What follows belongs to an exercise in optimizing a design on an open flow for small area; a production flow would make more cautious choices. In this exercise RTL edits were held to simulation tests only and were not proved equivalent to the original. No driver is modelled on the clock port, so clocking that relies on it looks cheaper here than on a real chip. Power is estimated from default activity; no workload was simulated.

Design iso_link_rx, start of the top module:
module iso_link_rx (
    input  wire        clk,
    input  wire        rst,             
    input  wire        rxd,             
    input  wire        beacon,          
    input  wire        tick_1us,        
    input  wire        tlm_lost_rd,     
    input  wire        crc_err_rd,      
    input  wire [7:0]  ld_fault_w1c,    
    input  wire        ld_vld_ov_w1c,   
    output reg         frm_valid,       
    output wire [3:0]  frm_type,
    output wire [47:0] frm_payload,
    output reg  [1:0]  state,           
    output reg         ssr,
    output reg         lclk_lock,
    output reg         line_present,
    output reg  [15:0] tlm_lost,
    output reg  [15:0] crc_err,
    output reg  [7:0]  qw_last,
    output wire [31:0] line_period,
    output reg  [31:0] zc_pos,
    output reg  [31:0] zc_neg,
    output reg  [9:0]  hvin_v,
    output reg  [11:0] vline_pk,
    output reg  [7:0]  ld_temp,
    output reg  [7:0]  ld_fault,
    output reg         ld_vld_ov,
    output reg         ev_line_loss,    
    output wire        ev_line_return,  
    output wire        ev_link_fault,   
    output wire        ev_tlm_loss,     
    output wire        ev_conv_fault,   
    output reg         lf_reset         
);
Settings: LEC_CHECK=0, CAP_MARGIN=20, CORE_MARGIN=2, CORE_UTILIZATION=60, PLACE_DENSITY=0.75, SLEW_MARGIN=20; clock period 10.0 ns.
standard.sh (not shown) runs the stock make flow with config.mk's settings and CLKGATE_MAP_FILE= SYNTH_SCRIPT=/design/flow/synth_recipe.tcl, a recipe that flattens the netlist after the stock synthesis.
==> flow/flow/run.sh <==
#!/bin/bash
# The standard layout (standard.sh), with two changes:
#  - every port still gets its buffer, but the smallest one (buf_1);
#  - the clock tree uses larger sink clusters and no dummy loads.
# The whole ORFS run's output goes to make.log here; ORFS keeps each step's
# log under orfs/logs/.
set -euo pipefail
export BUFFER_PORTS_ARGS="-buffer_cell sky130_fd_sc_hd__buf_1"
export CTS_ARGS="-sink_clustering_enable -repair_clock_nets -sink_clustering_size 20 -sink_clustering_max_diameter 40 -buf_list sky130_fd_sc_hd__clkbuf_8 -dont_use_dummy_load"
bash standard.sh > make.log 2>&1
The first run produced a clean layout.
Next try:
--- a/flow/flow/run.sh
+++ b/flow/flow/run.sh
@@ -8,3 +8,4 @@
 export BUFFER_PORTS_ARGS="-buffer_cell sky130_fd_sc_hd__buf_1"
-export CTS_ARGS="-sink_clustering_enable -repair_clock_nets -sink_clustering_size 20 -sink_clustering_max_diameter 40 -buf_list sky130_fd_sc_hd__clkbuf_8 -dont_use_dummy_load"
+export CTS_ARGS="-sink_clustering_enable -repair_clock_nets -sink_clustering_size 18 -sink_clustering_max_diameter 150 -buf_list sky130_fd_sc_hd__clkbuf_8 -dont_use_dummy_load"
+export POST_CTS_TCL="$(pwd)/flow/post_cts.tcl"
 bash standard.sh > make.log 2>&1
==> flow/flow/post_cts.tcl (new file) <==
# After CTS: downsize gates off the critical paths, then repair slew and
# capacitance again and legalise the placement.
estimate_parasitics -placement
repair_timing -recover_power 100 -verbose
repair_design -slew_margin 20 -cap_margin 20 -verbose
detailed_placement
check_placement -verbose
estimate_parasitics -placement
report_worst_slack -max
report_worst_slack -min
What happened:
- setup slack got worse by 240 ps
- clock power falls by about a fifth
- synthesized area does not change
- worst hold slack is better by 38 ps
- cell count is lower slightly
Next try:
--- a/flow/flow/run.sh
+++ b/flow/flow/run.sh
@@ -8,4 +8,3 @@
 export BUFFER_PORTS_ARGS="-buffer_cell sky130_fd_sc_hd__buf_1"
-export CTS_ARGS="-sink_clustering_enable -repair_clock_nets -sink_clustering_size 18 -sink_clustering_max_diameter 150 -buf_list sky130_fd_sc_hd__clkbuf_8 -dont_use_dummy_load"
-export POST_CTS_TCL="$(pwd)/flow/post_cts.tcl"
+export CTS_ARGS="-sink_clustering_enable -repair_clock_nets -sink_clustering_size 30 -sink_clustering_max_diameter 80 -buf_list sky130_fd_sc_hd__clkbuf_16 -dont_use_dummy_load"
 bash standard.sh > make.log 2>&1
removed: flow/flow/post_cts.tcl
Effect:
- non-clock buffer count falls by 8
- sequential share of layout area stays flat
- first-iteration DRC count rises by about 3.3%
- design area hardly moves
Next try:
--- a/flow/flow/run.sh
+++ b/flow/flow/run.sh
@@ -8,3 +8,3 @@
 export BUFFER_PORTS_ARGS="-buffer_cell sky130_fd_sc_hd__buf_1"
-export CTS_ARGS="-sink_clustering_enable -repair_clock_nets -sink_clustering_size 30 -sink_clustering_max_diameter 80 -buf_list sky130_fd_sc_hd__clkbuf_16 -dont_use_dummy_load"
+export CTS_ARGS="-sink_clustering_enable -repair_clock_nets -sink_clustering_size 32 -sink_clustering_max_diameter 60 -buf_list sky130_fd_sc_hd__clkbuf_16 -dont_use_dummy_load"
 bash standard.sh > make.log 2>&1
CORE_UTILIZATION = 72   (was 60)
PLACE_DENSITY = 0.85   (was 0.75)
Final area barely changes.
Utilization rose by 13 points.
Worst setup slack got worse by 130 ps.
Wire length rose by 3.2%.

* * *

Another version of the RTL of iso_link_rx (not shown whole).
Size: about 640 flip-flops, about 25000 um2 of cells after synthesis.
==> flow/config.mk <==
export PLATFORM = sky130hd
export DESIGN_NAME = iso_link_rx
export DESIGN_NICKNAME = iso_link_rx
export VERILOG_FILES = /design/flow/design.v
export SDC_FILE = /design/flow/constraint.sdc
export NUM_CORES = 4
export LEC_CHECK = 0
export CAP_MARGIN = 20
export CORE_MARGIN = 2
export CORE_UTILIZATION = 40
export PLACE_DENSITY = 0.6
export SLEW_MARGIN = 20
==> flow/constraint.sdc <==
create_clock -name core_clock -period 10.0 [get_ports {clk}]
set_input_delay 2.0000 -clock core_clock [delete_from_list [all_inputs] [get_ports {clk}]]
set_output_delay 2.0000 -clock core_clock [all_outputs]
set_load 0.01 [all_outputs]
==> flow/flow/run.sh <==
#!/bin/bash
# The standard layout (standard.sh), with two changes:
#  - every port still gets its buffer, but the smallest one (buf_1);
#  - the clock tree uses larger sink clusters and no dummy loads.
# The whole ORFS run's output goes to make.log here; ORFS keeps each step's
# log under orfs/logs/.
set -euo pipefail
export BUFFER_PORTS_ARGS="-buffer_cell sky130_fd_sc_hd__buf_1"
export CTS_ARGS="-sink_clustering_enable -repair_clock_nets -sink_clustering_size 30 -sink_clustering_max_diameter 80 -buf_list sky130_fd_sc_hd__clkbuf_16 -dont_use_dummy_load"
bash standard.sh > make.log 2>&1
Then changed:
==> flow/run.sh (new file) <==
#!/bin/bash
# synth_recipe.tcl (not shown) runs the flow's synth.tcl, then flattens the netlist and writes it again
# the make line also repeats each setting of config.mk as NAME=value (left out here)
make -C /OpenROAD-flow-scripts/flow DESIGN_CONFIG=/design/flow/config.mk WORK_HOME=/design/flow/orfs CLKGATE_MAP_FILE= SYNTH_SCRIPT=/design/flow/synth_recipe.tcl finish
Settings changed: CTS_BUF_LIST from default to sky130_fd_sc_hd__clkbuf_8, CTS_CLUSTER_DIAMETER from default to 50, CTS_CLUSTER_SIZE from default to 20.
removed: flow/flow/run.sh
removed: flow/standard.sh
Via count goes up by about 0.8%; sequential cell count does not change; count of clock-buffer cells in the layout rises by 31; worst setup slack got worse by 360 ps; sequential share of layout area decreases by 4.4 points; global-route usage is higher by 0.39 points.
Then changed:
Settings changed: ABC_AREA from default to 1, CTS_BUF_LIST sky130_fd_sc_hd__clkbuf_8 to sky130_fd_sc_hd__clkbuf_4, CTS_CLUSTER_DIAMETER 50 to default.
=> Clock-buffer cell count grows by 183. Sequential cell count does not change. Synthesized area grows by 2.3%. Cell count grows by 17%. Synthesized cell count grows by 16%. Cell area grows by about 4.4%. Clock power grows by about 26%. Routed wire length grows by about 15%.
Then changed:
Settings changed: ABC_AREA 1 to default, CTS_BUF_LIST sky130_fd_sc_hd__clkbuf_4 to sky130_fd_sc_hd__clkbuf_16, CTS_CLUSTER_DIAMETER from default to 80, CTS_CLUSTER_SIZE 20 to 30.
Combinational power decreases by 18%.
Die area decreases by 2.3%.
Cell area decreases by 4.8%.
Maximum frequency decreases by 7.1%.
Global-route usage decreases by 2.5 points.
Final cell count decreases by 16%.
Wire length decreases by 14%.
Area after synthesis decreases by 2.3%.
Clock skew decreases by 25 ps.
First-iteration DRC count decreases by 25%.

* * *

## lane 1
iso_link_rx with an RTL version that a note above also has.
Size in the first run: about 2,000 cells after synthesis, ~610 flip-flops, about 22,000 sq um of cells after synthesis.
==> flow/config.mk <==
export PLATFORM = sky130hd
export DESIGN_NAME = iso_link_rx
export DESIGN_NICKNAME = iso_link_rx
export VERILOG_FILES = /design/flow/design.v
export SDC_FILE = /design/flow/constraint.sdc
export NUM_CORES = 4
export LEC_CHECK = 0
export CAP_MARGIN = 20
export CORE_MARGIN = 2
export CORE_UTILIZATION = 60
export PLACE_DENSITY = 0.75
export SLEW_MARGIN = 20
==> flow/constraint.sdc <==
create_clock -name core_clock -period 10.0 [get_ports {clk}]
set_input_delay 2.0000 -clock core_clock [delete_from_list [all_inputs] [get_ports {clk}]]
set_output_delay 2.0000 -clock core_clock [all_outputs]
set_load 0.01 [all_outputs]
==> flow/flow/run.sh <==
#!/bin/bash
# The standard layout (standard.sh), with two changes:
#  - every port still gets its buffer, but the smallest one (buf_1);
#  - the clock tree uses larger sink clusters and no dummy loads.
# The whole ORFS run's output goes to make.log here; ORFS keeps each step's
# log under orfs/logs/.
set -euo pipefail
export BUFFER_PORTS_ARGS="-buffer_cell sky130_fd_sc_hd__buf_1"
export CTS_ARGS="-sink_clustering_enable -repair_clock_nets -sink_clustering_size 15 -sink_clustering_max_diameter 150 -buf_list sky130_fd_sc_hd__clkbuf_8 -dont_use_dummy_load"
bash standard.sh > make.log 2>&1
diff inputs: lane 1 => lane 2
--- a/flow/flow/run.sh
+++ b/flow/flow/run.sh
@@ -9 +9 @@
-export CTS_ARGS="-sink_clustering_enable -repair_clock_nets -sink_clustering_size 15 -sink_clustering_max_diameter 150 -buf_list sky130_fd_sc_hd__clkbuf_8 -dont_use_dummy_load"
+export CTS_ARGS="-sink_clustering_enable -repair_clock_nets -sink_clustering_size 10 -sink_clustering_max_diameter 35 -buf_list sky130_fd_sc_hd__clkbuf_4 -dont_use_dummy_load"
--- a/flow/config.mk
+++ b/flow/config.mk
@@ -10,2 +10,2 @@
-export CORE_UTILIZATION = 60
-export PLACE_DENSITY = 0.75
+export CORE_UTILIZATION = 40
+export PLACE_DENSITY = 0.6
A slowest stage cell on the critical path of sky130_fd_sc_hd__fa_1 is what lane 1 shows, while sky130_fd_sc_hd__edfxtp_1 belongs to lane 2. From lane 1 to lane 2 the numbers moved as follows: combinational fraction of design power closely matched the old numbers; sequential share of power decreased 1.6 points; power consumption has increased; standby leakage power climbed about 1.4%; height of the die picked up an extra 43 microns. Relative to lane 1, lane 2 degrades minimum hold slack. Compared lane 2 against lane 1; clock slew at the register clock pins of the worst setup and hold paths within noise. The routed wire length of lane 2 was inferior to that of lane 1.
Edits applied to the flow inputs when going from lane 2 to lane 3:
--- a/flow/flow/run.sh
+++ b/flow/flow/run.sh
@@ -9 +9,2 @@
-export CTS_ARGS="-sink_clustering_enable -repair_clock_nets -sink_clustering_size 10 -sink_clustering_max_diameter 35 -buf_list sky130_fd_sc_hd__clkbuf_4 -dont_use_dummy_load"
+export CTS_ARGS="-sink_clustering_enable -repair_clock_nets -sink_clustering_size 18 -sink_clustering_max_diameter 150 -buf_list sky130_fd_sc_hd__clkbuf_8 -dont_use_dummy_load"
+export RECOVER_POWER=100
--- a/flow/config.mk
+++ b/flow/config.mk
@@ -10,2 +10,2 @@
-export CORE_UTILIZATION = 40
-export PLACE_DENSITY = 0.6
+export CORE_UTILIZATION = 60
+export PLACE_DENSITY = 0.75
Findings:
[compare] base=lane 2 new=lane 3: routed length on met1 went down, non-clock buffer count went down.
Worst setup slack delta for lane 3 relative to lane 2: 0.80 ns lower
Status lane 3: flow complete, layout not clean - capacitance limit, slew limit
The following lists how lane 4 was set up differently from lane 3:
--- a/flow/flow/run.sh
+++ b/flow/flow/run.sh
@@ -9,2 +9 @@
-export CTS_ARGS="-sink_clustering_enable -repair_clock_nets -sink_clustering_size 18 -sink_clustering_max_diameter 150 -buf_list sky130_fd_sc_hd__clkbuf_8 -dont_use_dummy_load"
-export RECOVER_POWER=100
+export CTS_ARGS="-sink_clustering_enable -repair_clock_nets -sink_clustering_size 30 -sink_clustering_max_diameter 80 -buf_list sky130_fd_sc_hd__clkbuf_16 -dont_use_dummy_load"
--- a/flow/config.mk
+++ b/flow/config.mk
@@ -10,0 +11 @@
+export GPL_TIMING_DRIVEN = 0
Results
Status for lane 3 and lane 4: clean finish in lane 4 only. In the tables for lane 3 and lane 4, routed wire length reads higher with lane 4. Going from lane 3 to lane 4, design area climbed 3.8%, total area of multi-input combinational cells climbed about 0.8%, layout buffer count excluding clock buffers climbed about 45%, signed area change from the synthesized netlist to the final layout climbed 4.0 points, number of port buffers dropped 3. Compared with lane 3, lane 4 is hungrier on power. For the filler-free cell count of the finished design, lane 4 came in 108 higher than lane 3 did.

[re-timing with driven ports]
How much do the figures lean on ideal ports? The routed layouts below were timed once more, with nothing changed but the port constraints. Step 1 (the two cells are an assumption about what drives the block):
set clk [get_ports {clk}]
set_driving_cell -lib_cell sky130_fd_sc_hd__clkbuf_16 $clk
set_driving_cell -lib_cell sky130_fd_sc_hd__buf_2 [delete_from_list [all_inputs] $clk]
Step 2 also shifts input and output timing later by t, the mid clock arrival at the registers, as if the neighbouring blocks saw the same clock. Three values: ideal, step 1, step 2; two values: the first two.
run | t, ns | setup slack, ns | hold WS [ns]
the first run of note 1 | 0.685 | 2.542 / 2.529 / 1.844 | 0.329 / 0.329 / 0.329
the second run of note 1 | 0.623 | 2.297 / 2.287 / 1.664 | 0.367 / 0.367 / 0.367
the third run of note 1 | 0.603 | 2.473 / 2.467 / 1.864 | 0.341 / 0.341 / 0.341
the fourth run of note 1 | 0.621 | 2.348 / 2.317 / 1.695 | 0.353 / 0.353 / 0.353
the first run of note 2 | 0.645 | 3.759 / 3.765 / 3.120 | 0.382 / 0.382 / 0.382
the second run of note 2 | 0.732 | 3.396 / 3.376 / 2.644 | 0.409 / 0.409 / 0.409
the third run of note 2 | 1.021 | 3.712 / 3.730 / 2.709 | 0.373 / 0.373 / 0.373
the fourth run of note 2 | 0.624 | 3.232 / 3.218 / 2.594 | 0.414 / 0.414 / 0.414
lane 1 | 0.666 | 2.510 / 2.501 / 1.835 | 0.363 / 0.363 / 0.363
lane 2 | 0.865 | 2.740 / 2.737 / 1.872 | 0.327 / 0.327 / 0.327
lane 3 | 0.621 | 1.940 / 1.940 / 1.448 | 0.363 / 0.363 / 0.363
lane 4 | 0.610 | 1.904 / 1.880 / 1.270 | 0.363 / 0.363 / 0.363
The setup slack of the third run of note 2, which loses most, moves by +0.018 ns with the drivers and by -1.003 ns with both steps.
